What follows belongs to an exercise in optimizing a design on an open flow for small area, a short achievable clock period and few clock cycles; a production flow would make more cautious choices.
RTL that was checked went through simulation tests only; none was proved equivalent to the original.
Function not checked in runs 3 and 4: the RTL went through the layout flow alone.

==> design/flow/run.sh <==
#!/bin/bash
# synth_recipe.tcl (not shown) runs the flow's synth.tcl, then flattens the netlist and writes it again
# the make line also repeats each setting of config.mk as NAME=value (left out here)
make -C /OpenROAD-flow-scripts/flow DESIGN_CONFIG=/design/flow/config.mk WORK_HOME=/design/flow/orfs CLKGATE_MAP_FILE= SYNTH_SCRIPT=/design/flow/synth_recipe.tcl finish
==> design/flow/config.mk <==
export PLATFORM = sky130hd
export DESIGN_NAME = dsl_cmac
export DESIGN_NICKNAME = dsl_cmac
export VERILOG_FILES = /design/flow/design.v
export SDC_FILE = /design/flow/constraint.sdc
export NUM_CORES = 8
export LEC_CHECK = 0
export CAP_MARGIN = 40
export CORE_MARGIN = 2
export CORE_UTILIZATION = 30
export PLACE_DENSITY = 0.45
export SETUP_SLACK_MARGIN = 3
export SLEW_MARGIN = 30
export SYNTH_HIERARCHICAL = 1
export SYNTH_MINIMUM_KEEP_SIZE = 0
==> design/flow/constraint.sdc <==
create_clock -name core_clock -period 10.0 [get_ports {clk}]
set_input_delay 2.0000 -clock core_clock [delete_from_list [all_inputs] [get_ports {clk}]]
set_output_delay 2.0000 -clock core_clock [all_outputs]
set_load 0.01 [all_outputs]
==> design/flow/design.v <==
module aes_sbox (input wire [7:0] x, output wire [7:0] y);
    wire L0, L1, L2, L3, L4, L5, L6, L7, L8, L9, L10, L11, L12, L13, L14, L15, L16, L17, L18, L19, L20, L21, L22, L23, L24, L25, L26, L27, L28, L29, M1, M2, M3, M4, M5, M6, M7, M8, M9, M10, M11, M12, M13, M14, M15, M16, M17, M18, M19, M20, M21, M22, M23, M24, M25, M26, M27, M28, M29, M30, M31, M32, M33, M34, M35, M36, M37, M38, M39, M40, M41, M42, M43, M44, M45, M46, M47, M48, M49, M50, M51, M52, M53, M54, M55, M56, M57, M58, M59, M60, M61, M62, M63, T1, T2, T3, T4, T5, T6, T7, T8, T9, T10, T11, T12, T13, T14, T15, T16, T17, T18, T19, T20, T21, T22, T23, T24, T25, T26, T27;
    wire U0 = x[7], U1 = x[6], U2 = x[5], U3 = x[4], U4 = x[3], U5 = x[2], U6 = x[1], U7 = x[0];
    cm_xor2 g_T1 (.a(U0), .b(U3), .y(T1));
    cm_xor2 g_T2 (.a(U0), .b(U5), .y(T2));
    cm_xor2 g_T3 (.a(U0), .b(U6), .y(T3));
    cm_xor2 g_T4 (.a(U3), .b(U5), .y(T4));
    cm_xor2 g_T5 (.a(U4), .b(U6), .y(T5));
    cm_xor2 g_T6 (.a(T1), .b(T5), .y(T6));
    cm_xor2 g_T7 (.a(U1), .b(U2), .y(T7));
    cm_xor2 g_T8 (.a(U7), .b(T6), .y(T8));
    cm_xor2 g_T9 (.a(U7), .b(T7), .y(T9));
    cm_xor2 g_T10 (.a(T6), .b(T7), .y(T10));
    cm_xor2 g_T11 (.a(U1), .b(U5), .y(T11));
    cm_xor2 g_T12 (.a(U2), .b(U5), .y(T12));
    cm_xor2 g_T13 (.a(T3), .b(T4), .y(T13));
    cm_xor2 g_T14 (.a(T6), .b(T11), .y(T14));
    cm_xor2 g_T15 (.a(T5), .b(T11), .y(T15));
    cm_xor2 g_T16 (.a(T5), .b(T12), .y(T16));
    cm_xor2 g_T17 (.a(T9), .b(T16), .y(T17));
    cm_xor2 g_T18 (.a(U3), .b(U7), .y(T18));
    cm_xor2 g_T19 (.a(T7), .b(T18), .y(T19));
    cm_xor2 g_T20 (.a(T1), .b(T19), .y(T20));
    cm_xor2 g_T21 (.a(U6), .b(U7), .y(T21));
    cm_xor2 g_T22 (.a(T7), .b(T21), .y(T22));
    cm_xor2 g_T23 (.a(T2), .b(T22), .y(T23));
    cm_xor2 g_T24 (.a(T2), .b(T10), .y(T24));
    cm_xor2 g_T25 (.a(T20), .b(T17), .y(T25));
    cm_xor2 g_T26 (.a(T3), .b(T16), .y(T26));
    cm_xor2 g_T27 (.a(T1), .b(T12), .y(T27));
    cm_nand2 g_M1 (.a(T13), .b(T6), .y(M1));
    cm_nand2 g_M2 (.a(T23), .b(T8), .y(M2));
    cm_xnor2 g_M3 (.a(T14), .b(M1), .y(M3));
    cm_nand2 g_M4 (.a(T19), .b(U7), .y(M4));
    cm_xor2 g_M5 (.a(M4), .b(M1), .y(M5));
    cm_nand2 g_M6 (.a(T3), .b(T16), .y(M6));
    cm_nand2 g_M7 (.a(T22), .b(T9), .y(M7));
    cm_xnor2 g_M8 (.a(T26), .b(M6), .y(M8));
    cm_nand2 g_M9 (.a(T20), .b(T17), .y(M9));
    cm_xor2 g_M10 (.a(M9), .b(M6), .y(M10));
    cm_nand2 g_M11 (.a(T1), .b(T15), .y(M11));
    cm_nand2 g_M12 (.a(T4), .b(T27), .y(M12));
    cm_xor2 g_M13 (.a(M12), .b(M11), .y(M13));
    cm_nand2 g_M14 (.a(T2), .b(T10), .y(M14));
    cm_xor2 g_M15 (.a(M14), .b(M11), .y(M15));
    cm_xnor2 g_M16 (.a(M3), .b(M2), .y(M16));
    cm_xor2 g_M17 (.a(M5), .b(T24), .y(M17));
    cm_xnor2 g_M18 (.a(M8), .b(M7), .y(M18));
    cm_xor2 g_M19 (.a(M10), .b(M15), .y(M19));
    cm_xor2 g_M20 (.a(M16), .b(M13), .y(M20));
    cm_xor2 g_M21 (.a(M17), .b(M15), .y(M21));
    cm_xor2 g_M22 (.a(M18), .b(M13), .y(M22));
    cm_xor2 g_M23 (.a(M19), .b(T25), .y(M23));
    cm_xnor2 g_M24 (.a(M22), .b(M23), .y(M24));
    cm_nand2 g_M25 (.a(M22), .b(M20), .y(M25));
    cm_xor2 g_M26 (.a(M21), .b(M25), .y(M26));
    cm_xnor2 g_M27 (.a(M20), .b(M21), .y(M27));
    cm_xor2 g_M28 (.a(M23), .b(M25), .y(M28));
    cm_nor2 g_M29 (.a(M28), .b(M27), .y(M29));
    cm_nor2 g_M30 (.a(M26), .b(M24), .y(M30));
    cm_nand2 g_M31 (.a(M20), .b(M23), .y(M31));
    cm_nor2 g_M32 (.a(M27), .b(M31), .y(M32));
    cm_xor2 g_M33 (.a(M27), .b(M25), .y(M33));
    cm_nand2 g_M34 (.a(M21), .b(M22), .y(M34));
    cm_nor2 g_M35 (.a(M24), .b(M34), .y(M35));
    cm_xor2 g_M36 (.a(M24), .b(M25), .y(M36));
    cm_xor2 g_M37 (.a(M21), .b(M29), .y(M37));
    cm_xor2 g_M38 (.a(M32), .b(M33), .y(M38));
    cm_xor2 g_M39 (.a(M23), .b(M30), .y(M39));
    cm_xor2 g_M40 (.a(M35), .b(M36), .y(M40));
    cm_xor2 g_M41 (.a(M38), .b(M40), .y(M41));
    cm_xor2 g_M42 (.a(M37), .b(M39), .y(M42));
    cm_xor2 g_M43 (.a(M37), .b(M38), .y(M43));
    cm_xor2 g_M44 (.a(M39), .b(M40), .y(M44));
    cm_xor2 g_M45 (.a(M42), .b(M41), .y(M45));
    cm_nand2 g_M46 (.a(M44), .b(T6), .y(M46));
    cm_nand2 g_M47 (.a(M40), .b(T8), .y(M47));
    cm_nand2 g_M48 (.a(M39), .b(U7), .y(M48));
    cm_nand2 g_M49 (.a(M43), .b(T16), .y(M49));
    cm_nand2 g_M50 (.a(M38), .b(T9), .y(M50));
    cm_nand2 g_M51 (.a(M37), .b(T17), .y(M51));
    cm_nand2 g_M52 (.a(M42), .b(T15), .y(M52));
    cm_nand2 g_M53 (.a(M45), .b(T27), .y(M53));
    cm_nand2 g_M54 (.a(M41), .b(T10), .y(M54));
    cm_nand2 g_M55 (.a(M44), .b(T13), .y(M55));
    cm_nand2 g_M56 (.a(M40), .b(T23), .y(M56));
    cm_nand2 g_M57 (.a(M39), .b(T19), .y(M57));
    cm_nand2 g_M58 (.a(M43), .b(T3), .y(M58));
    cm_nand2 g_M59 (.a(M38), .b(T22), .y(M59));
    cm_nand2 g_M60 (.a(M37), .b(T20), .y(M60));
    cm_nand2 g_M61 (.a(M42), .b(T1), .y(M61));
    cm_nand2 g_M62 (.a(M45), .b(T4), .y(M62));
    cm_nand2 g_M63 (.a(M41), .b(T2), .y(M63));
    cm_xor2 g_L0 (.a(M61), .b(M62), .y(L0));
    cm_xor2 g_L1 (.a(M50), .b(M56), .y(L1));
    cm_xor2 g_L2 (.a(M46), .b(M48), .y(L2));
    cm_xor2 g_L3 (.a(M47), .b(M55), .y(L3));
    cm_xor2 g_L4 (.a(M54), .b(M58), .y(L4));
    cm_xor2 g_L5 (.a(M49), .b(M61), .y(L5));
    cm_xnor2 g_L6 (.a(M62), .b(L5), .y(L6));
    cm_xnor2 g_L7 (.a(M46), .b(L3), .y(L7));
    cm_xor2 g_L8 (.a(M51), .b(M59), .y(L8));
    cm_xor2 g_L9 (.a(M52), .b(M53), .y(L9));
    cm_xnor2 g_L10 (.a(M53), .b(L4), .y(L10));
    cm_xnor2 g_L11 (.a(M60), .b(L2), .y(L11));
    cm_xor2 g_L12 (.a(M48), .b(M51), .y(L12));
    cm_xnor2 g_L13 (.a(M50), .b(L0), .y(L13));
    cm_xor2 g_L14 (.a(M52), .b(M61), .y(L14));
    cm_xnor2 g_L15 (.a(M55), .b(L1), .y(L15));
    cm_xnor2 g_L16 (.a(M56), .b(L0), .y(L16));
    cm_xnor2 g_L17 (.a(M57), .b(L1), .y(L17));
    cm_xnor2 g_L18 (.a(M58), .b(L8), .y(L18));
    cm_xnor2 g_L19 (.a(M63), .b(L4), .y(L19));
    cm_xor2 g_L20 (.a(L0), .b(L1), .y(L20));
    cm_xor2 g_L21 (.a(L1), .b(L7), .y(L21));
    cm_xor2 g_L22 (.a(L3), .b(L12), .y(L22));
    cm_xor2 g_L23 (.a(L18), .b(L2), .y(L23));
    cm_xor2 g_L24 (.a(L15), .b(L9), .y(L24));
    cm_xor2 g_L25 (.a(L6), .b(L10), .y(L25));
    cm_xor2 g_L26 (.a(L7), .b(L9), .y(L26));
    cm_xor2 g_L27 (.a(L8), .b(L10), .y(L27));
    cm_xor2 g_L28 (.a(L11), .b(L14), .y(L28));
    cm_xor2 g_L29 (.a(L11), .b(L17), .y(L29));
    cm_xor2 g_S0 (.a(L6), .b(L24), .y(y[7]));
    cm_xnor2 g_S1 (.a(L16), .b(L26), .y(y[6]));
    cm_xnor2 g_S2 (.a(L19), .b(L28), .y(y[5]));
    cm_xor2 g_S3 (.a(L6), .b(L21), .y(y[4]));
    cm_xor2 g_S4 (.a(L20), .b(L22), .y(y[3]));
    cm_xor2 g_S5 (.a(L25), .b(L29), .y(y[2]));
    cm_xnor2 g_S6 (.a(L13), .b(L27), .y(y[1]));
    cm_xnor2 g_S7 (.a(L6), .b(L23), .y(y[0]));
endmodule
module cm_xor2 (input wire a, input wire b, output wire y);
    assign y = a ^ b;
endmodule
module cm_xnor2 (input wire a, input wire b, output wire y);
    assign y = ~(a ^ b);
endmodule
module cm_nand2 (input wire a, input wire b, output wire y);
    assign y = ~(a & b);
endmodule
module cm_nor2 (input wire a, input wire b, output wire y);
    assign y = ~(a | b);
endmodule
module aes_round (
    input  wire [127:0] state_in,
    output wire [127:0] shifted,      
    output wire [127:0] mixed         
);
    wire [127:0] sub;
    genvar i, j, b;
    generate
        for (i = 0; i < 16; i = i + 1) begin : g_sub
            aes_sbox u_sbox (.x(state_in[127 - 8*i -: 8]), .y(sub[127 - 8*i -: 8]));
        end
        for (i = 0; i < 16; i = i + 1) begin : g_shift
            assign shifted[127 - 8*i -: 8] = sub[127 - 8*(((i / 4 + i % 4) % 4) * 4 + i % 4) -: 8];
        end
        for (i = 0; i < 4; i = i + 1) begin : g_mix
            wire [7:0] a [0:3];
            wire [7:0] p [0:3];
            wire [7:0] x [0:3];
            wire [7:0] q [0:3];
            for (j = 0; j < 4; j = j + 1) begin : g_byte
                assign a[j] = shifted[127 - 32*i - 8*j -: 8];
            end
            for (j = 0; j < 4; j = j + 1) begin : g_col
                for (b = 0; b < 8; b = b + 1) begin : g_bit
                    cm_xor2 u_p (.a(a[j][b]), .b(a[(j + 1) % 4][b]), .y(p[j][b]));
                end
                assign x[j][7] = p[j][6];
                assign x[j][6] = p[j][5];
                assign x[j][5] = p[j][4];
                cm_xor2 u_x4 (.a(p[j][3]), .b(p[j][7]), .y(x[j][4]));
                cm_xor2 u_x3 (.a(p[j][2]), .b(p[j][7]), .y(x[j][3]));
                assign x[j][2] = p[j][1];
                cm_xor2 u_x1 (.a(p[j][0]), .b(p[j][7]), .y(x[j][1]));
                assign x[j][0] = p[j][7];
            end
            for (j = 0; j < 4; j = j + 1) begin : g_out
                for (b = 0; b < 8; b = b + 1) begin : g_bit
                    cm_xor2 u_q (.a(a[(j + 1) % 4][b]), .b(p[(j + 2) % 4][b]), .y(q[j][b]));
                    cm_xor2 u_o (.a(q[j][b]), .b(x[j][b]), .y(mixed[127 - 32*i - 8*j - (7 - b)]));
                end
            end
        end
    endgenerate
endmodule
module aes_key_step (
    input  wire [127:0] key_in,
    input  wire [7:0]   rcon,
    output wire [127:0] key_out
);
    wire [31:0] w0 = key_in[127:96];
    wire [31:0] w1 = key_in[95:64];
    wire [31:0] w2 = key_in[63:32];
    wire [31:0] w3 = key_in[31:0];
    wire [31:0] sw;
    aes_sbox u_s0 (.x(w3[23:16]), .y(sw[31:24]));
    aes_sbox u_s1 (.x(w3[15:8]),  .y(sw[23:16]));
    aes_sbox u_s2 (.x(w3[7:0]),   .y(sw[15:8]));
    aes_sbox u_s3 (.x(w3[31:24]), .y(sw[7:0]));
    wire [31:0] n0 = w0 ^ sw ^ {rcon, 24'd0};
    wire [31:0] n1 = w1 ^ n0;
    wire [31:0] n2 = w2 ^ n1;
    wire [31:0] n3 = w3 ^ n2;
    assign key_out = {n0, n1, n2, n3};
endmodule
module dsl_cmac (
    input  wire         clk,
    input  wire         rst_n,         
    input  wire         key_load,
    input  wire [127:0] key,
    input  wire         in_valid,
    output wire         in_ready,
    input  wire [31:0]  in_data,
    input  wire         in_last,
    input  wire [1:0]   in_nbytes,     
    output reg          tag_valid,
    output wire [127:0] tag
);
    reg  [127:0] key_r;         
    reg          kz;            
    reg  [127:0] k1;            
    reg  [127:0] aes_st;        
    reg  [127:0] rk;            
    reg  [3:0]   rnd;           
    reg          kmode;         
    reg          waitx;         
    reg          cur_last;      
    reg  [127:0] buf_w;
    reg  [1:0]   bcnt;          
    reg          bfull;         
    reg          bpad;          
    reg          bpad80;        
    reg          blast;         
    reg          bwhole;        
    reg          bkey;          
    reg          c_mix;         
    reg          c_shift;       
    reg          c_hold;        
    reg          c_rk;          
    reg          c_buf;         
    reg          c_ks_key;      
    reg          c_ks_rk;       
    reg          c_kfin;        
    reg          c_kl;          
    reg  [7:0]   rcon;          
    assign in_ready = !bfull && !bpad;
    assign tag      = aes_st;
    wire take = in_valid && in_ready;
    wire [127:0] shifted, mixed;
    aes_round u_rd (.state_in(aes_st), .shifted(shifted), .mixed(mixed));
    wire [127:0] k2 = {k1[126:0], 1'b0} ^ (k1[127] ? 128'h87 : 128'h0);
    wire [127:0] bufop = buf_w ^ (blast ? (bwhole ? k1 : k2) : 128'h0);
    wire [127:0] opb = (c_rk ? rk : 128'h0) ^ (c_buf ? bufop : 128'h0);
    wire [127:0] opa = (c_mix ? mixed : 128'h0) | (c_shift ? shifted : 128'h0) |
                       (c_hold ? aes_st : 128'h0);
    wire [127:0] st_next = opa ^ opb;
    wire [127:0] rk_next;
    wire [127:0] ks_in = (c_ks_key ? key_r : 128'h0) | (c_ks_rk ? rk : 128'h0);
    aes_key_step u_ks (.key_in(ks_in), .rcon(rcon), .key_out(rk_next));
    wire [127:0] l_dbl = {aes_st[126:0], 1'b0} ^ (aes_st[127] ? 128'h87 : 128'h0);
    wire fin     = c_shift;     
    wire running = c_rk;        
    wire load    = c_buf;       
    wire restart = key_load || !rst_n;    
    reg  [3:0] n_rnd;
    reg        n_kz, n_kmode, n_waitx, n_cur_last;
    reg  [1:0] n_bcnt;
    reg        n_bfull, n_bpad, n_bpad80, n_blast, n_bwhole, n_bkey;
    always @* begin
        n_kz    = key_load ? 1'b0 : kz;
        n_kmode = load ? bkey : (fin ? 1'b0 : kmode);
        n_rnd   = load ? 4'd1 : ((fin || !running) ? 4'd0 : rnd + 4'd1);
        n_cur_last = load ? blast : cur_last;
        n_waitx = (fin && !cur_last && !kmode && !bfull) ? 1'b1 : (load ? 1'b0 : waitx);
        n_bcnt   = bcnt;
        n_bfull  = bfull;
        n_bpad   = bpad;
        n_bpad80 = bpad80;
        n_blast  = blast;
        n_bwhole = bwhole;
        n_bkey   = bkey;
        if (load) begin
            n_bfull = 1'b0;
            n_blast = 1'b0;
            n_bkey  = 1'b0;
        end else if (take || bpad) begin
            n_bcnt = bcnt + 2'd1;
            if (bcnt == 2'd3) begin
                n_bfull = 1'b1;
                n_bpad  = 1'b0;
            end else if (take && in_last) begin
                n_bpad = 1'b1;
            end
            n_bpad80 = take && in_last && (in_nbytes == 2'd3);
            if (take && in_last) begin
                n_blast  = 1'b1;
                n_bwhole = (bcnt == 2'd3) && (in_nbytes == 2'd3);
            end
        end
        if (restart) begin
            n_rnd = 4'd0;  n_kmode = 1'b0;  n_waitx = 1'b0;  n_cur_last = 1'b0;
            n_bcnt = 2'd0; n_bfull = 1'b0;  n_bpad = 1'b1;   n_bpad80 = 1'b0;
            n_blast = 1'b0; n_bkey = 1'b1;
        end
        if (!rst_n)
            n_kz = 1'b1;
    end
    wire n_fin     = (n_rnd == 4'd10);
    wire n_running = (n_rnd != 4'd0);
    wire n_ld_idle = !n_running && n_bfull && !c_kfin;
    wire n_ld_fin  = n_fin && !n_cur_last && !n_kmode && n_bfull;
    wire n_load    = n_ld_idle || n_ld_fin;
    reg  [7:0] n_rcon;
    always @* begin
        case (n_load ? 4'd1 : n_rnd + 4'd1)
            4'd1:  n_rcon = 8'h01;
            4'd2:  n_rcon = 8'h02;
            4'd3:  n_rcon = 8'h04;
            4'd4:  n_rcon = 8'h08;
            4'd5:  n_rcon = 8'h10;
            4'd6:  n_rcon = 8'h20;
            4'd7:  n_rcon = 8'h40;
            4'd8:  n_rcon = 8'h80;
            4'd9:  n_rcon = 8'h1b;
            4'd10: n_rcon = 8'h36;
            default: n_rcon = 8'h00;
        endcase
    end
    reg [31:0] wpad;            
    always @* begin
        wpad = in_data;
        if (bpad)
            wpad = {bpad80, 31'd0};
        else if (in_last) begin
            case (in_nbytes)
                2'd0: wpad = {in_data[31:24], 8'h80, 16'h0};
                2'd1: wpad = {in_data[31:16], 8'h80, 8'h0};
                2'd2: wpad = {in_data[31:8],  8'h80};
                default: wpad = in_data;
            endcase
        end
    end
    reg [31:0] kword;
    always @* begin
        case (bcnt)
            2'd0: kword = key_r[127:96];
            2'd1: kword = key_r[95:64];
            2'd2: kword = key_r[63:32];
            default: kword = key_r[31:0];
        endcase
        if (kz)
            kword = 32'd0;
    end
    always @(posedge clk) begin
        if (take || bpad)
            buf_w <= {buf_w[95:0], wpad ^ kword};
        aes_st <= st_next;
        rk     <= rk_next;
        if (c_kl)
            k1 <= l_dbl;
    end
    always @(posedge clk) begin
        rnd      <= n_rnd;
        kz       <= n_kz;
        kmode    <= n_kmode;
        waitx    <= n_waitx;
        cur_last <= n_cur_last;
        bcnt     <= n_bcnt;
        bfull    <= n_bfull;
        bpad     <= n_bpad;
        bpad80   <= n_bpad80;
        blast    <= n_blast;
        bwhole   <= n_bwhole;
        bkey     <= n_bkey;
        c_mix    <= n_running && !n_fin;
        c_shift  <= n_fin;
        c_hold   <= n_waitx && !n_running;
        c_rk     <= n_running;
        c_buf    <= n_load;
        c_ks_key <= n_load && !n_kz;
        c_ks_rk  <= !n_load;
        c_kfin   <= n_fin && n_kmode;
        c_kl     <= c_kfin && !restart;
        rcon     <= n_rcon;
        if (key_load)
            key_r <= key;
        if (!rst_n)
            tag_valid <= 1'b0;
        else
            tag_valid <= fin && cur_last && !kmode;
    end
endmodule
==> run summary, run 1 <==
* Status: no timing/DRC/antenna violations
* Synth Area in XOR/XNOR at a little under half
* Transition time of the tightest slew-check pin at 1.03 ns
* Count of cell types in the netlist at 41
* FF+latch count, synth at 674
* CP Data Required Time at 10.58 ns
* CTS H-tree lvls at 3
* R2R cell count at 22
* FP Rows at roughly 160
* Starting density of the core at 30.1%
* Number of global-route vias before repair at 39400
* TNS Setup at 0 ns
* Port buffer count at 296
* Pre-antenna DRT Iters at 11
* CP top delay family: XOR/XNOR gates
* RSZ-0062 raised after global routing: yes
* I/O pin count at 297
* # diodes at 0
* DIE WIDTH at 427 µm
* Synth Instances at 5591
* Number of hold buffers added after CTS at 0
* Simple-gate share of the synthesized area at about 8.7%
* Die ar. at 182000 µm²
* Min-Delay Path Class: flop to flop
* Post-Synth Adder-Cell Area at 0.280%
* Grt total ovfl at 0
* CTS tree: built
* Drt wl/cell at 24.6 µm
* Worst-case hold slack at between 0.4 and 0.5 ns
* Max_slew headroom at 31.4%
* Final Setup Violations at 0
* Hold Path Depth at 0
* Global-route usage over all layers at 21.6%
* Mapped Area at around 54000 µm²
* Max cap viols at 0
* Worst-path clk slew at 0.06 ns
* DP HPWL at 162 mm
* Post-synthesis sequential area ratio at 32.3%
* Max stage delay on crit path at 0.63 ns
* Peak fanout along the critical path at 6
* GPL Wtd Cong at 0.954
* CP endpoint kind: flop
* CP Buf/Inv Count at 0
* Share of the synthesized area in the top cell type at 36.8%
* Worst r2r src: aes_st[23]
* Hold path start: aes_st[33]
* Most frequent cell on the critical path: xor2_1
* Core Region at between 150000 and 200000 µm²
* Critical Path AT at 7.32 ns
* Compound-Gate Fraction of Synth Area at 5.72%
* Main synth FF type: edfxtp_1
* Mux cell area share after synthesis at 2.37%
* Largest family of logic cells by synthesized area: XOR/XNOR gates
* Final #Nets at 5973
* Most frequent cells after synthesis: xor2_1 (2258), nand2_1 (895), xnor2_1 (652), edfxtp_1 (385), nor2_1 (290)
* CP cell instances: xor2_4 -> xor2_4 -> xor2_2 -> nand2_1 -> xor2_1 -> xor2_1 -> xor2_2 -> xnor2_1 -> xor2_1 -> xor2_2 -> xor2_1 -> xor2_1 -> nand2_1 -> xnor2_2 -> xor2_1 -> xor2_2 -> xor2_1 -> xor2_1 -> xor2_1 -> a222oi_1 -> xor2_1 -> xnor2_1
* Antenna violations before repair at 0
* DR vias/cell at 4.78
* Global-route wire length before repair at 284 mm
* Crit. Startpoint: aes_st[23]
* Overall routed net length at 203 mm
* Syn Nets at 5770
* Max Freq at 148 MHz
* DRC Markers at 0
* Filler cells at 18100
* Placed inst area at 58700 µm²
* Hold EP: k1[34]
* Number of synthesized flops with an enable pin at 385
* Ranking of synthesized cells by area: xor2_1 (37%), edfxtp_1 (22%), dfxtp_1 (11%), xnor2_1 (11%), nand2_1 (6.3%)
* Total number of vias at 39300
* Critical path startpoint category: flop
* Max stage delay cell, worst path: dfxtp_1
* Skew-Pair Late Insertion Delay at 0.74 ns
* Yosys warnings at 8
* TritonCTS Buffers at 85
* Maximum root-to-sink buffer count at 3
* Antenna Violating Nets Remaining at 0
* Tmin final at 6.74 ns
* Finished Cell Area at 64300 µm²
* Reg2Reg Setup Slack at about 3.3 ns
* Max-slew violation count at 0
* Worst Skew at 0.0682 ns
* Kind of critical path: flop to flop
* Final Hold Fails at 0
* RR Endpoint: aes_st[59]
* Non-filler cells, final at ~8200
* Die Y at 427 µm
* P&R area growth vs syn at 19.7%
* Cell with the most instances after synthesis: xor2_1
* Clock root cell: clkbuf_16
* Leading area contributor after synthesis: xor2_1
* Placed Instances at between 8000 and 9000
* Largest net degree at the start of global routing at about 100
* Async S/R FF share, synth at 0%
* Layout cells sized above 1 at 9.85%
* Avg Inst Size Synth at 9.60 µm²
* Final period util at 67.4%
* Sink Count at roughly 670
* Iter 0 DRT Violations at 3812
==> per-module statistics from Yosys (local to each module, per instance), a selection <==
| module | cell area [µm²] | copies in the design |
|---|---|---|
| dsl_cmac | 29300 | 1 |
| aes_key_step | 1550 | 1 |
| cm_xnor2 | 8.76 | 400 |
| cm_xor2 | 8.76 | 1912 |
| cm_nand2 | 3.75 | 600 |
| cm_nor2 | 3.75 | 80 |
==> cells by family after synthesis <==
group / count (synthesis)
xor gates and xnor gates: 2914
and+or+nand+nor: 1225
DFF: 674
AOI/OAI and AO/OA: 348
buffers and inverters: 291
muxes: 127
adders and majority gates: 12
==> final cells by class <==
type                            instances  area, µm²  area share [%]
Clock inverter                         41        439           0.683
Multi-Input combinational cell       4626      37100            57.7
Clock buffer                          119       2430            3.78
Inverter                               14       60.1          0.0934
Timing Repair Buffer                  393       3820            5.95
Sequential cell                       674      17500            27.2
Tap cell                             2355       2950            4.58
==> repair_timing <==
action / 4_1_cts / 5_1_grt
gates resized for setup: 102 / 258
endpoints found under the setup margin: 123 / 193
buffers inserted: 3 / 24
pin swaps: 3 / 28
==> how the worst max path moves through the flow <==
stage	slack (ns)	end	depth (start not counted)
global placement	2.39	aes_st[57]	21
global route	2.89	aes_st[26]	22
finish	3.26	aes_st[59]	22
CTS	2.95	aes_st[59]	23
detailed placement	2.50	aes_st[124]	22
floorplan	4.09	aes_st[97]	22
==> through the flow <==
| stage | utilization, % | setup WS, ns |
|---|---|---|
| global route | 36.1 | 2.89 |
| global placement | 32.9 | 2.39 |
| floorplan | - | 4.09 |
| CTS | 35.0 | 2.95 |
| detailed placement | 33.0 | 2.50 |
| finish | 36.1 | 3.26 |
==> state kept, by name (all words and copies together) (netlist names), 2 cells and up <==
name,flops
bcnt,2
buf_w,128
k1,128
key_r,128
aes_st,128
rcon,8
rnd,4
rk,128
==> metal layers <==
metal,vias up,wire (µm),GRT usage [%]
li1,18400,-,-
met1,19400,90400,29.3
met2,1238,93000,34.8
met3,237,10500,2.68
met4,0,8670,8.26
met5,-,0,0
==> worst register-to-register path, stage by stage (launching register included) <==
cell      delay, ns
dfxtp_1        0.63
xor2_4         0.34
xor2_4         0.31
xor2_2         0.29
nand2_1        0.10
xor2_1         0.29
xor2_1         0.26
xor2_2         0.31
xnor2_1        0.23
xor2_1         0.30
xor2_2         0.32
xor2_1         0.30
xor2_1         0.21
nand2_1        0.17
xnor2_2        0.46
xor2_1         0.27
xor2_2         0.33
xor2_1         0.30
xor2_1         0.22
xor2_1         0.39
a222oi_1       0.20
xor2_1         0.23
xnor2_1        0.15
==> cells in the final DEF, fill, tap and decap left out, types with 76 or more instances in the layout <==
cell type | synthesis | final
nand2_1 | 895 | 895
clkbuf_16 | 0 | 90
clkdlybuf4s50_1 | 0 | 295
xor2_1 | 2258 | 2037
dfxtp_1 | 289 | 221
xor2_2 | 1 | 198
a222oi_1 | 160 | 160
a22o_1 | 129 | 127
nor2_1 | 290 | 290
mux2i_1 | 127 | 127
edfxtp_1 | 385 | 385
xnor2_1 | 652 | 603
buf_4 | 125 | 76
Testbench counts, summed over its fixed seeds: cycles 77,502.
==> run 2: changes to the inputs <==
--- a/design/flow/config.mk
+++ b/design/flow/config.mk
@@ -5,11 +5,12 @@
 export SDC_FILE = /design/flow/constraint.sdc
 export NUM_CORES = 8
 export LEC_CHECK = 0
-export CAP_MARGIN = 40
+export CAP_MARGIN = 20
 export CORE_MARGIN = 2
 export CORE_UTILIZATION = 30
+export CTS_BUF_LIST = sky130_fd_sc_hd__clkbuf_4 sky130_fd_sc_hd__clkbuf_8
 export PLACE_DENSITY = 0.45
 export SETUP_SLACK_MARGIN = 3
-export SLEW_MARGIN = 30
+export SLEW_MARGIN = 20
 export SYNTH_HIERARCHICAL = 1
 export SYNTH_MINIMUM_KEEP_SIZE = 0
==> run 2 against run 1 <==
  * Utilization is 0.083 points lower
  * Fmax is 0.13% higher
  * Largest cell class unchanged
  * Synthesized cell count stayed put
  * Register-to-register slack hardly changed
  * Highest routed layer unchanged
  * Critical endpoint is now aes_st[77]
  * Critical path depth fell by 1
  * Design area decreased by 0.23%
==> run summary, run 2 <==
* Async S/R FF share, synth at 0%
* Worst r2r src: aes_st[15]
* RSZ-0062 raised after global routing: yes
* Post-Synth Adder-Cell Area at 0.280%
* Maximum root-to-sink buffer count at 3
* Reg2Reg Setup Slack at 3.26 ns
* Yosys warnings at 8
* R2R cell count at 21
* Most common cell after layout, fill and taps aside: xor2_1
* Clock root cell: clkbuf_8
* Pre-antenna DRT Iters at 10
* Most frequent cells after synthesis: xor2_1 (2258), nand2_1 (895), xnor2_1 (652), edfxtp_1 (385), nor2_1 (290)
* Global-route usage over all layers at 21.7%
* TritonCTS Buffers at between 100 and 150
* Number of synthesized flops with an enable pin at approximately 390
* CP endpoint kind: flop
* Max-slew violation count at 0
* Synth Instances at 5591
* I/O pin count at 297
* Max stage delay cell, worst path: xor2_1
* Simple-gate share of the synthesized area at 8.75%
* CP Data Required Time at 10.72 ns
* Mux cell area share after synthesis at 2.37%
* Critical Path AT at about 7.5 ns
* Leading area contributor after synthesis: xor2_1
* Tmin final at between 6 and 7 ns
* RR Endpoint: aes_st[77]
* Max cap viols at 0
* Mapped Area at 53700 µm²
* Critical path startpoint category: flop
* Total number of vias at 39600
* Hold path start: aes_st[32]
* Ranking of synthesized cells by area: xor2_1 (37%), edfxtp_1 (22%), dfxtp_1 (11%), xnor2_1 (11%), nand2_1 (6.3%)
* Peak fanout along the critical path at 6
* Share of the synthesized area in the top cell type at 36.8%
* Transition time of the tightest slew-check pin at 1.09 ns
* Number of global-route vias before repair at 39700
* CP top delay family: XOR/XNOR gates
* Number of hold buffers added after CTS at 0
* Placed inst area at 58500 µm²
* Die Y at 427 µm
* Hold Path Depth at 0
* Starting density of the core at 30.1%
* Worst-path clk slew at 0.06 ns
* Min-Delay Path Class: flop to flop
* Count of cell types in the netlist at 41
* DR vias/cell at roughly 4.8
* Antenna Violating Nets Remaining at 0
* Port buffer count at 296
* Iter 0 DRT Violations at 3713
* Worst Skew at 0.0317 ns
* Kind of critical path: flop to flop
* Status: no timing/DRC/antenna violations
* Syn Nets at 5770
* CP Buf/Inv Count at 0
* GPL Wtd Cong at roughly 0.95
* Grt total ovfl at 0
* CTS tree: built
* Largest family of logic cells by synthesized area: XOR/XNOR gates
* Most frequent cell on the critical path: xor2_1
* Drt wl/cell at 24.5 µm
* Max Freq at approximately 150 MHz
* DIE WIDTH at 427 µm
* Largest net degree at the start of global routing at between 100 and 150
* Layout cells sized above 1 at 11.1%
* Sink Count at 674
* Core Region at 178000 µm²
* Skew-Pair Late Insertion Delay at approximately 0.84 ns
* DP HPWL at 162 mm
* P&R area growth vs syn at 19.5%
* Final #Nets at 6017
* Finished Cell Area at 64100 µm²
* GRT met1 Usage at 29.2%
* Final period util at approximately 67%
* CTS H-tree lvls at 4
* FP Rows at 155
* Max stage delay on crit path at 0.80 ns
* Commonest cells after routing, fill and taps aside: xor2_1 (2049), nand2_1 (895), xnor2_1 (602), edfxtp_1 (385), clkdlybuf4s50_1 (295)
* Final Hold Fails at 0
* TNS Setup at 0 ns
* Hold EP: k1[33]
* Antenna violations before repair at 1
* Max_slew headroom at 26.5%
* CP cell instances: xor2_4 -> xor2_2 -> xor2_1 -> nand2_1 -> xor2_1 -> xor2_1 -> xor2_2 -> xnor2_1 -> xor2_1 -> xor2_2 -> xor2_1 -> nand2_1 -> xor2_1 -> xnor2_1 -> xor2_1 -> xor2_1 -> xor2_1 -> xor2_1 -> a222oi_1 -> xor2_1 -> xnor2_1
* Synth Area in XOR/XNOR at roughly 48%
* FF+latch count, synth at 674
* Die ar. at roughly 180000 µm²
* M2 GR Usage at between 30% and 40%
* Cell with the most instances after synthesis: xor2_1
* Global-route wire length before repair at roughly 290 mm
* Compound-Gate Fraction of Synth Area at 5.72%
* Top Usage Layer GRT: met2
* Final Setup Violations at 0
* Avg Inst Size Synth at 9.60 µm²
* Overall routed net length at 203 mm
* Post-synthesis sequential area ratio at about a third
* Met3 Use GR at 3.07%
* DRC Markers at 0
* Main synth FF type: edfxtp_1
[run 2: worst register-to-register path: stages (launching register included)]
cell	delay [ns]
dfxtp_1	0.55
xor2_4	0.28
xor2_2	0.36
xor2_1	0.31
nand2_1	0.10
xor2_1	0.27
xor2_1	0.25
xor2_2	0.29
xnor2_1	0.22
xor2_1	0.27
xor2_2	0.33
xor2_1	0.22
nand2_1	0.12
xor2_1	0.21
xnor2_1	0.29
xor2_1	0.21
xor2_1	0.80
xor2_1	0.36
xor2_1	0.57
a222oi_1	0.25
xor2_1	0.23
xnor2_1	0.15
[run 2: what timing repair did]
| action | CTS | global route |
|---|---|---|
| endpoints found under the setup margin | 137 | 192 |
| gates resized for setup | 108 | 250 |
| setup buffers | 6 | 38 |
| pin swaps | 5 | 22 |
[run 2: cell type report]
type / instances / area, µm²
timing repair buffer: 391 / 3780
sequential: 674 / 17500
tap: 2355 / 2950
inverter: 14 / 60.1
multi-input combinational: 4626 / 37100
clock buffer: 185 / 2300
antenna: 4 / 10.0
clock inverter: 58 / 504
fill: 18200 / 114000
[run 2: routing by layer]
layer / share of wire, % / vias to the layer above
li1: - / 18500
met1: 45 / 19500
met2: 46 / 1260
met3: 5.2 / 256
met4: 4.2 / 0
met5: 0 / -
[run 2: worst max-delay path by stage]
stage	start	cells after the start	slack, ns	endpoint
4_1_cts	aes_st[39]	22	2.84	aes_st[6]
3_3_place_gp	aes_st[23]	21	2.39	aes_st[57]
3_5_place_dp	aes_st[116]	22	2.37	aes_st[6]
2_1_floorplan	aes_st[127]	22	4.09	aes_st[97]
6_report	aes_st[15]	21	3.26	aes_st[77]
5_1_grt	aes_st[7]	23	2.90	aes_st[123]
[run 2: metrics by stage]
| step | instances | worst slack, ns | utilization (%) | hold slack, ns |
|---|---|---|---|---|
| floorplan | 5591 | 4.09 | - | 0.430 |
| global placement | 8015 | 2.39 | 32.9 | 0.421 |
| detailed placement | 8016 | 2.37 | 32.9 | 0.415 |
| CTS | 8265 | 2.84 | 34.9 | 0.441 |
| global route | 8307 | 2.90 | 36.0 | 0.463 |
| finish | 8307 | 3.26 | 36.0 | 0.451 |
[run 2: cell families (layout without fill, tap and decap cells)]
| group | Yosys count | after routing |
|---|---|---|
| flops | 674 | 674 |
| other cells | 0 | 4 |
| buf+inv | 291 | 648 |
| fa+ha+maj | 12 | 12 |
| mux | 127 | 127 |
| simple gates | 1225 | 1225 |
| compound gates | 348 | 348 |
| xor+xnor | 2914 | 2914 |
[run 2: modules after synthesis (local to each module, per instance), excerpt]
module / cell area, µm² / cells / flops+latches / copies in the design
cm_nor2: 3.75 / 1 / 0 / 80
cm_xor2: 8.76 / 1 / 0 / 1912
cm_xnor2: 8.76 / 1 / 0 / 400
aes_key_step: 1550 / 175 / 0 / 1
cm_nand2: 3.75 / 1 / 0 / 600
dsl_cmac: 29300 / 2424 / 674 / 1
==> run 3: changes to the inputs <==
--- a/design/flow/design.v
+++ b/design/flow/design.v
@@ -142,6 +142,9 @@
 module cm_nor2 (input wire a, input wire b, output wire y);
     assign y = ~(a | b);
 endmodule
+module cm_mux2i (input wire a, input wire b, input wire s, output wire y);
+    assign y = ~(s ? b : a);
+endmodule
 module aes_round (
     input  wire [127:0] state_in,
     output wire [127:0] shifted,      
@@ -254,9 +257,15 @@
     wire [127:0] k2 = {k1[126:0], 1'b0} ^ (k1[127] ? 128'h87 : 128'h0);
     wire [127:0] bufop = buf_w ^ (blast ? (bwhole ? k1 : k2) : 128'h0);
     wire [127:0] opb = (c_rk ? rk : 128'h0) ^ (c_buf ? bufop : 128'h0);
-    wire [127:0] opa = (c_mix ? mixed : 128'h0) | (c_shift ? shifted : 128'h0) |
-                       (c_hold ? aes_st : 128'h0);
-    wire [127:0] st_next = opa ^ opb;
+    wire [127:0] oth = (c_shift ? shifted : 128'h0) | (c_hold ? aes_st : 128'h0);
+    wire [127:0] opa_n, st_next;
+    genvar gi;
+    generate
+        for (gi = 0; gi < 128; gi = gi + 1) begin : g_st
+            cm_mux2i u_a (.a(oth[gi]), .b(mixed[gi]), .s(c_mix), .y(opa_n[gi]));
+            cm_xnor2 u_x (.a(opa_n[gi]), .b(opb[gi]), .y(st_next[gi]));
+        end
+    endgenerate
     wire [127:0] rk_next;
     wire [127:0] ks_in = (c_ks_key ? key_r : 128'h0) | (c_ks_rk ? rk : 128'h0);
     aes_key_step u_ks (.key_in(ks_in), .rcon(rcon), .key_out(rk_next));
==> design/flow/config.mk (replaced) <==
export PLATFORM = sky130hd
export DESIGN_NAME = dsl_cmac
export DESIGN_NICKNAME = dsl_cmac
export VERILOG_FILES = /design/flow/design.v
export SDC_FILE = /design/flow/constraint.sdc
export NUM_CORES = 8
export LEC_CHECK = 0
export CAP_MARGIN = 40
export CORE_MARGIN = 2
export CORE_UTILIZATION = 30
export PLACE_DENSITY = 0.45
export SETUP_SLACK_MARGIN = 3
export SLEW_MARGIN = 30
export SYNTH_HIERARCHICAL = 1
export SYNTH_MINIMUM_KEEP_SIZE = 0
==> run 3 against run 2 <==
  * Still clean
  * Via count rose by 0.57%
  * Area after synthesis rose by 1.9%
  * Sequential cell count did not move
  * Non-clock buffer count rose by 3
  * Design area fell by 0.40%
  * Utilization fell by 0.72 points
  * Sequential share of layout area barely moved
  * Fmax rose by 0.94%
  * Wire length rose by 3.8%
==> run summary, run 3 <==
* Status: no timing/DRC/antenna violations
* Critical Path AT at 7.27 ns
* Number of global-route vias before repair at about 40000
* Antenna Violating Nets Remaining at 0
* DP Worst Slack at ~2.8 ns
* CTS H-tree lvls at 3
* Sink Count at 674
* Cell with the most instances after synthesis: xor2_1
* Most frequent cells after synthesis: xor2_1 (2260), nand2_1 (895), xnor2_1 (653), edfxtp_1 (385), dfxtp_1 (289)
* Leading area contributor after synthesis: xor2_1
* Worst Skew at approximately 0.043 ns
* Pre-antenna DRT Iters at 6
* Post-Synth Adder-Cell Area at 0.274%
* CP Data Required Time at 10.60 ns
* FP Rows at 156
* Ranking of synthesized cells by area: xor2_1 (36%), edfxtp_1 (21%), dfxtp_1 (11%), xnor2_1 (10%), nand2_1 (6.1%)
* Setup slack after layout at 3.33 ns
* Max stage delay cell, worst path: dfxtp_1
* Max Freq at 150 MHz
* Skew-Pair Late Insertion Delay at between 0.7 and 0.8 ns
* CP top delay family: XOR/XNOR gates
* CP cell instances: xor2_1 -> xor2_1 -> xor2_1 -> nand2_1 -> xor2_1 -> xor2_1 -> xor2_1 -> xnor2_1 -> xor2_1 -> xor2_1 -> xor2_1 -> xor2_1 -> nand2_1 -> xor2_1 -> xnor2_1 -> xnor2_1 -> xor2_1 -> xor2_1 -> xor2_1 -> mux2i_1 -> xnor2_1
* Synth Area in XOR/XNOR at a little under half
* Iter 0 DRT Violations at around 3200
* Mux cell area share after synthesis at 4.67%
* Final Hold Fails at 0
* Compound-Gate Fraction of Synth Area at approximately 5.3%
* Kind of critical path: flop to flop
* # diodes at 0
* Drt wl/cell at 25.3 µm
* Number of hold buffers added after CTS at 0
* Tmin final at 6.67 ns
* Total number of vias at just under 40000
* Most frequent cell on the critical path: xor2_1
* I/O pin count at 297
* Number of synthesized flops with an enable pin at 385
* Main synth FF type: edfxtp_1
* Layout cells sized above 1 at 6.57%
* Max-slew violation count at 0
* Max_slew headroom at 38.1%
* Synth Instances at 5700
* Final Setup Violations at 0
* Async S/R FF share, synth at 0%
* Final core occ at 35.3%
* CTS tree: built
* Grt total ovfl at 0
* Global-route wire length before repair at 297 mm
* RSZ-0062 raised after global routing: yes
* Maximum root-to-sink buffer count at 3
* Count of cell types in the netlist at between 40 and 50
* Share of the synthesized area in the top cell type at 36.2%
* Starting density of the core at 30.2%
* Port buffer count at about 300
* Overall routed net length at approximately 210 mm
* Die Y at 431 µm
* Final #Nets at 6093
* TNS Setup at 0 ns
* Mapped Area at ~55000 µm²
* Largest family of logic cells by synthesized area: XOR/XNOR gates
* Peak fanout along the critical path at 5
* DR vias/cell at 4.77
* Transition time of the tightest slew-check pin at 0.921 ns
* P&R area growth vs syn at 16.7%
* TritonCTS Buffers at 80
* Min-Delay Path Class: flop to flop
* Critical path startpoint category: flop
* GPL Wtd Cong at 0.918
* Largest net degree at the start of global routing at ~110
* CP endpoint kind: flop
* Avg Inst Size Synth at 9.60 µm²
* DIE WIDTH at 431 µm
* DP HPWL at 169 mm
* Final period util at 66.7%
* Die ar. at 186000 µm²
* Global-route usage over all layers at 22.1%
* Commonest cells after routing, fill and taps aside: xor2_1 (2159), nand2_1 (895), xnor2_1 (623), edfxtp_1 (385), clkdlybuf4s50_1 (295)
* Max stage delay on crit path at 0.64 ns
* Clock root cell: clkbuf_16
* Most common cell after layout, fill and taps aside: xor2_1
* Max cap viols at 0
* Core Region at 181000 µm²
* Antenna violations before repair at 1
* DRC Markers at 0
* Simple-gate share of the synthesized area at 8.59%
* Post-synthesis sequential area ratio at between 30% and 40%
* Syn Nets at 5879
* Worst-path clk slew at 0.07 ns
* Yosys warnings at 8
* FF+latch count, synth at 674
* CP Buf/Inv Count at 0
-- run 3: cell count changes after synthesis, moves of 2 or more --
cell	previous run	this run
buf_2	15	13
clkbuf_1	112	96
mux2i_1	127	255
a22o_1	129	256
nand2b_1	11	9
nor2_1	290	288
xor2_1	2258	2260
a222oi_1	160	32
buf_1	25	28
-- run 3: cell families after synthesis --
| group | after synthesis |
|---|---|
| DFF | 674 |
| xor gates and xnor gates | 2915 |
| and+or+nand+nor | 1222 |
| buffers and inverters | 275 |
| adders and majority gates | 12 |
| muxes | 255 |
| AOI/OAI and AO/OA | 347 |
-- run 3: area by class of cell --
class	count	area, µm²
Tap cell	2370	2970
Clock buffer	113	2290
Timing Repair Buffer	394	3910
Multi-Input combinational cell	4751	36900
Fill cell	18300	117000
Clock inverter	37	354
Inverter	13	56.3
Sequential cell	674	17400
-- run 3: path summary, 6_finish.rpt --
path	from	end	slack (ns)	cells past startpoint
setup / recovery	aes_st[53]	aes_st[78]	3.33	21
hold reg to reg	aes_st[31]	k1[32]	0.43	0
hold / removal	aes_st[31]	k1[32]	0.43	0
setup reg to reg	aes_st[53]	aes_st[78]	3.33	21
-- run 3: through the flow --
step / hold WS (ns) / area [µm²] / instances
4_1_cts: 0.434 / 62700 / 8336
6_report: 0.435 / 63900 / 8352
2_1_floorplan: 0.430 / 54700 / 5700
5_1_grt: 0.445 / 63900 / 8352
3_5_place_dp: 0.420 / 59900 / 8184
3_3_place_gp: 0.413 / 59700 / 8167
-- run 3: per-layer routing --
metal / wire length [µm] / part of all wire (%) / track usage (%) / vias to the layer above
met1: 94600 / 45 / 29.4 / 19900
met3: 7990 / 3.8 / 2.08 / 191
met4: 7410 / 3.5 / 7.17 / 0
met2: 101000 / 48 / 37.4 / 982
li1: - / - / - / 18800
met5: 0 / 0 / 0 / -
-- run 3: Yosys stat by module (local to each module, per instance), a selection --
module / flops+latches / area (µm²) / cells inside / copies in the design
cm_xor2: 0 / 8.76 / 1 / 1912
aes_key_step: 0 / 1550 / 175 / 1
dsl_cmac: 674 / 28000 / 2277 / 1
cm_nor2: 0 / 3.75 / 1 / 80
cm_xnor2: 0 / 8.76 / 1 / 528
cm_nand2: 0 / 3.75 / 1 / 600
cm_mux2i: 0 / 10.0 / 1 / 128
-- run 3: worst register-to-register path, delay by kind of cell, from the launching register on --
kind / cells / cell delay [ns]
flip-flops: 1 / 0.64
XOR/XNOR: 18 / 5.48
multiplexers: 1 / 0.17
AND/OR/NAND/NOR: 2 / 0.26
-- run 3: repair_timing --
action | CTS | global route
resized for setup | 18 | 136
gates cloned | 0 | 0
setup endpoints to repair | 53 | 181
pin swaps | 0 | 6
buffers inserted | 2 | 5
==> run 4: changes to the inputs <==
==> design/flow/flow/run.sh (new file) <==
#!/bin/bash
set -eu -o pipefail
bash standard.sh synth > synth.log 2>&1
bash standard.sh "BUFFER_PORTS_ARGS=-buffer_cell sky130_fd_sc_hd__buf_1" finish > layout.log 2>&1
==> design/flow/standard.sh (new file) <==
#!/bin/bash
# synth_recipe.tcl (not shown) runs the flow's synth.tcl, then flattens the netlist and writes it again
# the make line also repeats each setting of config.mk as NAME=value (left out here)
make -C /OpenROAD-flow-scripts/flow DESIGN_CONFIG=/design/flow/config.mk WORK_HOME=/design/flow/orfs CLKGATE_MAP_FILE= SYNTH_SCRIPT=/design/flow/synth_recipe.tcl "${@:-finish}"
--- a/design/flow/config.mk
+++ b/design/flow/config.mk
@@ -5,11 +5,12 @@
 export SDC_FILE = /design/flow/constraint.sdc
 export NUM_CORES = 8
 export LEC_CHECK = 0
-export CAP_MARGIN = 40
+export CAP_MARGIN = 20
 export CORE_MARGIN = 2
 export CORE_UTILIZATION = 30
+export CTS_BUF_LIST = sky130_fd_sc_hd__clkbuf_4 sky130_fd_sc_hd__clkbuf_8
 export PLACE_DENSITY = 0.45
 export SETUP_SLACK_MARGIN = 3
-export SLEW_MARGIN = 30
+export SLEW_MARGIN = 20
 export SYNTH_HIERARCHICAL = 1
 export SYNTH_MINIMUM_KEEP_SIZE = 0
removed: design/flow/run.sh
==> run 4 against run 3 <==
  * Clock-buffer cell count grew 49
  * Final cell count grew 0.40%
  * Critical path depth is the same
  * Fmax grew 0.31%
  * Sequential share of layout area grew 0.89 points
  * Via count shrank 0.36%
  * Critical path type unchanged
==> run summary, run 4 <==
* FF+latch count, synth at 674
* Final core occ at 34.2%
* I/O pin count at 297
* Synth Instances at 5700
* Layout cells sized above 1 at 7.55%
* Critical path startpoint category: flop
* DIE WIDTH at between 400 and 500 µm
* Status: no timing/DRC/antenna violations
* Core Region at 181000 µm²
* Leading area contributor after synthesis: xor2_1
* Kind of critical path: flop to flop
* Setup slack after layout at 3.35 ns
* Antenna Violating Nets Remaining at 0
* TNS Setup at 0 ns
* RSZ-0062 raised after global routing: yes
* Max cap viols at 0
* Worst Skew at 0.0474 ns
* Pre-antenna DRT Iters at 8
* Min-Delay Path Class: flop to flop
* DP Worst Slack at 2.66 ns
* Transition time of the tightest slew-check pin at roughly 1.2 ns
* Iter 0 DRT Violations at just over 3000
* Number of hold buffers added after CTS at 0
* FP Rows at 156
* DP HPWL at 166 mm
* Grt total ovfl at 0
* Max stage delay cell, worst path: dfxtp_1
* Most frequent cells after synthesis: xor2_1 (2260), nand2_1 (895), xnor2_1 (653), edfxtp_1 (385), dfxtp_1 (289)
* Skew-Pair Late Insertion Delay at 0.87 ns
* GPL Wtd Cong at 0.923
* Maximum root-to-sink buffer count at 3
* CP endpoint kind: flop
* Worst-path clk slew at roughly 0.060 ns
* Number of synthesized flops with an enable pin at 385
* Count of cell types in the netlist at around 40
* TritonCTS Buffers at 118
* Async S/R FF share, synth at 0%
* Commonest cells after routing, fill and taps aside: xor2_1 (2151), nand2_1 (895), xnor2_1 (613), edfxtp_1 (385), buf_1 (295)
* Final #Nets at between 6000 and 7000
* Final Setup Violations at 0
* Mapped Area at 54700 µm²
* Critical Path AT at 7.35 ns
* CP Data Required Time at approximately 11 ns
* Starting density of the core at 30.2%
* Port buffer count at 296
* Syn Nets at around 6000
* Peak fanout along the critical path at 5
* Max stage delay on crit path at 0.59 ns
* Cell with the most instances after synthesis: xor2_1
* Overall routed net length at 209 mm
* Drt wl/cell at 24.9 µm
* Ranking of synthesized cells by area: xor2_1 (36%), edfxtp_1 (21%), dfxtp_1 (11%), xnor2_1 (10%), nand2_1 (6.1%)
* Post-synthesis sequential area ratio at 31.7%
* Clock root cell: clkbuf_8
* Max Freq at 150 MHz
* Total number of vias at ~40000
* Die Y at roughly 430 µm
* Max-slew violation count at 0
* P&R area growth vs syn at 13.1%
* Max_slew headroom at 22.5%
* Final Hold Fails at 0
* Yosys warnings at 8
* Most frequent cell on the critical path: xor2_1
* CP cell instances: xor2_1 -> xor2_1 -> xor2_1 -> nand2_1 -> xor2_1 -> xor2_1 -> xor2_1 -> xnor2_1 -> xor2_1 -> xor2_1 -> xor2_1 -> xor2_1 -> nand2_1 -> xor2_1 -> xor2_1 -> xor2_2 -> xor2_2 -> xor2_1 -> xor2_1 -> mux2i_1 -> xnor2_1
* Number of global-route vias before repair at 39500
* Most common cell after layout, fill and taps aside: xor2_1
* Main synth FF type: edfxtp_1
* Die ar. at 186000 µm²
* Share of the synthesized area in the top cell type at 36.2%
* CTS H-tree lvls at 3
* CTS tree: built
* Largest net degree at the start of global routing at 98
* DRC Markers at 0
* DR vias/cell at 4.73
* Antenna violations before repair at 2
* Tmin final at 6.65 ns
* Global-route wire length before repair at a little under 300 mm
* Final period util at 66.5%
* Global-route usage over all layers at between 20% and 30%
* Avg Inst Size Synth at between 9 and 10 µm²
* Sink Count at just under 700
==> run 4: repair_timing <==
item	CTS	global route
pin swaps	0	4
endpoints found under the setup margin	44	196
buffers inserted	3	3
gates resized for setup	20	156
==> run 4: worst paths after layout <==
check / from / to / slack [ns] / cells past startpoint
setup / recovery: aes_st[107] / aes_st[52] / 3.35 / 21
hold / removal: aes_st[23] / k1[24] / 0.43 / 0
setup reg to reg: aes_st[107] / aes_st[52] / 3.35 / 21
hold reg to reg: aes_st[23] / k1[24] / 0.43 / 0
==> run 4: per-layer routing <==
layer  part of all wire (%)  track usage (%)
met5                      0                0
met4                    3.9             7.80
met2                     47             36.5
met3                    4.0             2.03
met1                     45             28.9
==> run 4: area by class of cell <==
cell class	count	area [µm²]
Timing Repair Buffer	352	1640
Sequential cell	674	17400
Multi-Input combinational cell	4751	37000
Tap cell	2370	2970
Clock inverter	61	714
Fill cell	18500	119000
Inverter	13	56.3
Antenna cell	2	5.00
Clock buffer	162	2040
==> run 4: Yosys stat by module, one instance, submodules excluded, a selection <==
module / cells inside / cell area, µm² / flops+latches
cm_nand2: 1 / 3.75 / 0
cm_xnor2: 1 / 8.76 / 0
cm_mux2i: 1 / 10.0 / 0
dsl_cmac: 2277 / 28000 / 674
cm_nor2: 1 / 3.75 / 0
aes_key_step: 175 / 1550 / 0
cm_xor2: 1 / 8.76 / 0
==> run 4: kinds of logic (layout without fill, tap and decap cells) <==
logic type | Yosys count | after routing | share of synthesized area (%)
compound gates | 347 | 347 | 5.28
xor+xnor | 2915 | 2915 | 46.7
fa+ha+maj | 12 | 12 | 0.274
buf+inv | 275 | 588 | 2.77
flops | 674 | 674 | 31.7
mux | 255 | 255 | 4.67
other cells | 0 | 2 | 0
simple gates | 1222 | 1222 | 8.59
==> run 4: stage by stage <==
stage          std cells  hold WS, ns  cell area [µm²]
2_1_floorplan       5700        0.430            54700
3_3_place_gp        8153        0.416            57800
3_5_place_dp        8153        0.426            57800
4_1_cts             8379        0.431            60800
5_1_grt             8384        0.444            61900
6_report            8385        0.433            61900
==> run 4: worst max-delay path: cells and delay by family (launching register included) <==
family / cells / cell delay (ns)
muxes: 1 / 0.14
DFF: 1 / 0.59
and+or+nand+nor: 2 / 0.23
xor gates and xnor gates: 18 / 5.51

==> what the ideal ports hide <==
In the flow no input, the clock included, has a driving cell. The finished layouts below were timed again as built, in two steps. Step 1: set_driving_cell puts a clkbuf_16 on clk and a buf_2 on each other input, an assumption about the parent block. Step 2 adds t to the input delays and takes it off the output delays; t is the mean of the earliest and latest rising clock arrival at the registers after step 1. Input paths then give back, and output paths get back, about the clock's delay inside the block. a / b / c = ideal ports / drivers / drivers and shift; a / b = the first two.
run	t, ns	slack for setup (ns)	latest minus earliest clock arrival (ns)	worst slew at a driven data input, ns
run 1	0.787	3.256 / 3.256 / 3.256	0.069 / 0.069	0.06
run 2	0.905	3.265 / 3.265 / 3.265	0.032 / 0.032	0.05
run 3	0.784	3.327 / 3.327 / 3.327	0.042 / 0.043	0.09
run 4	0.918	3.348 / 3.348 / 3.348	0.051 / 0.052	0.10
After both steps every run listed still meets setup and hold.
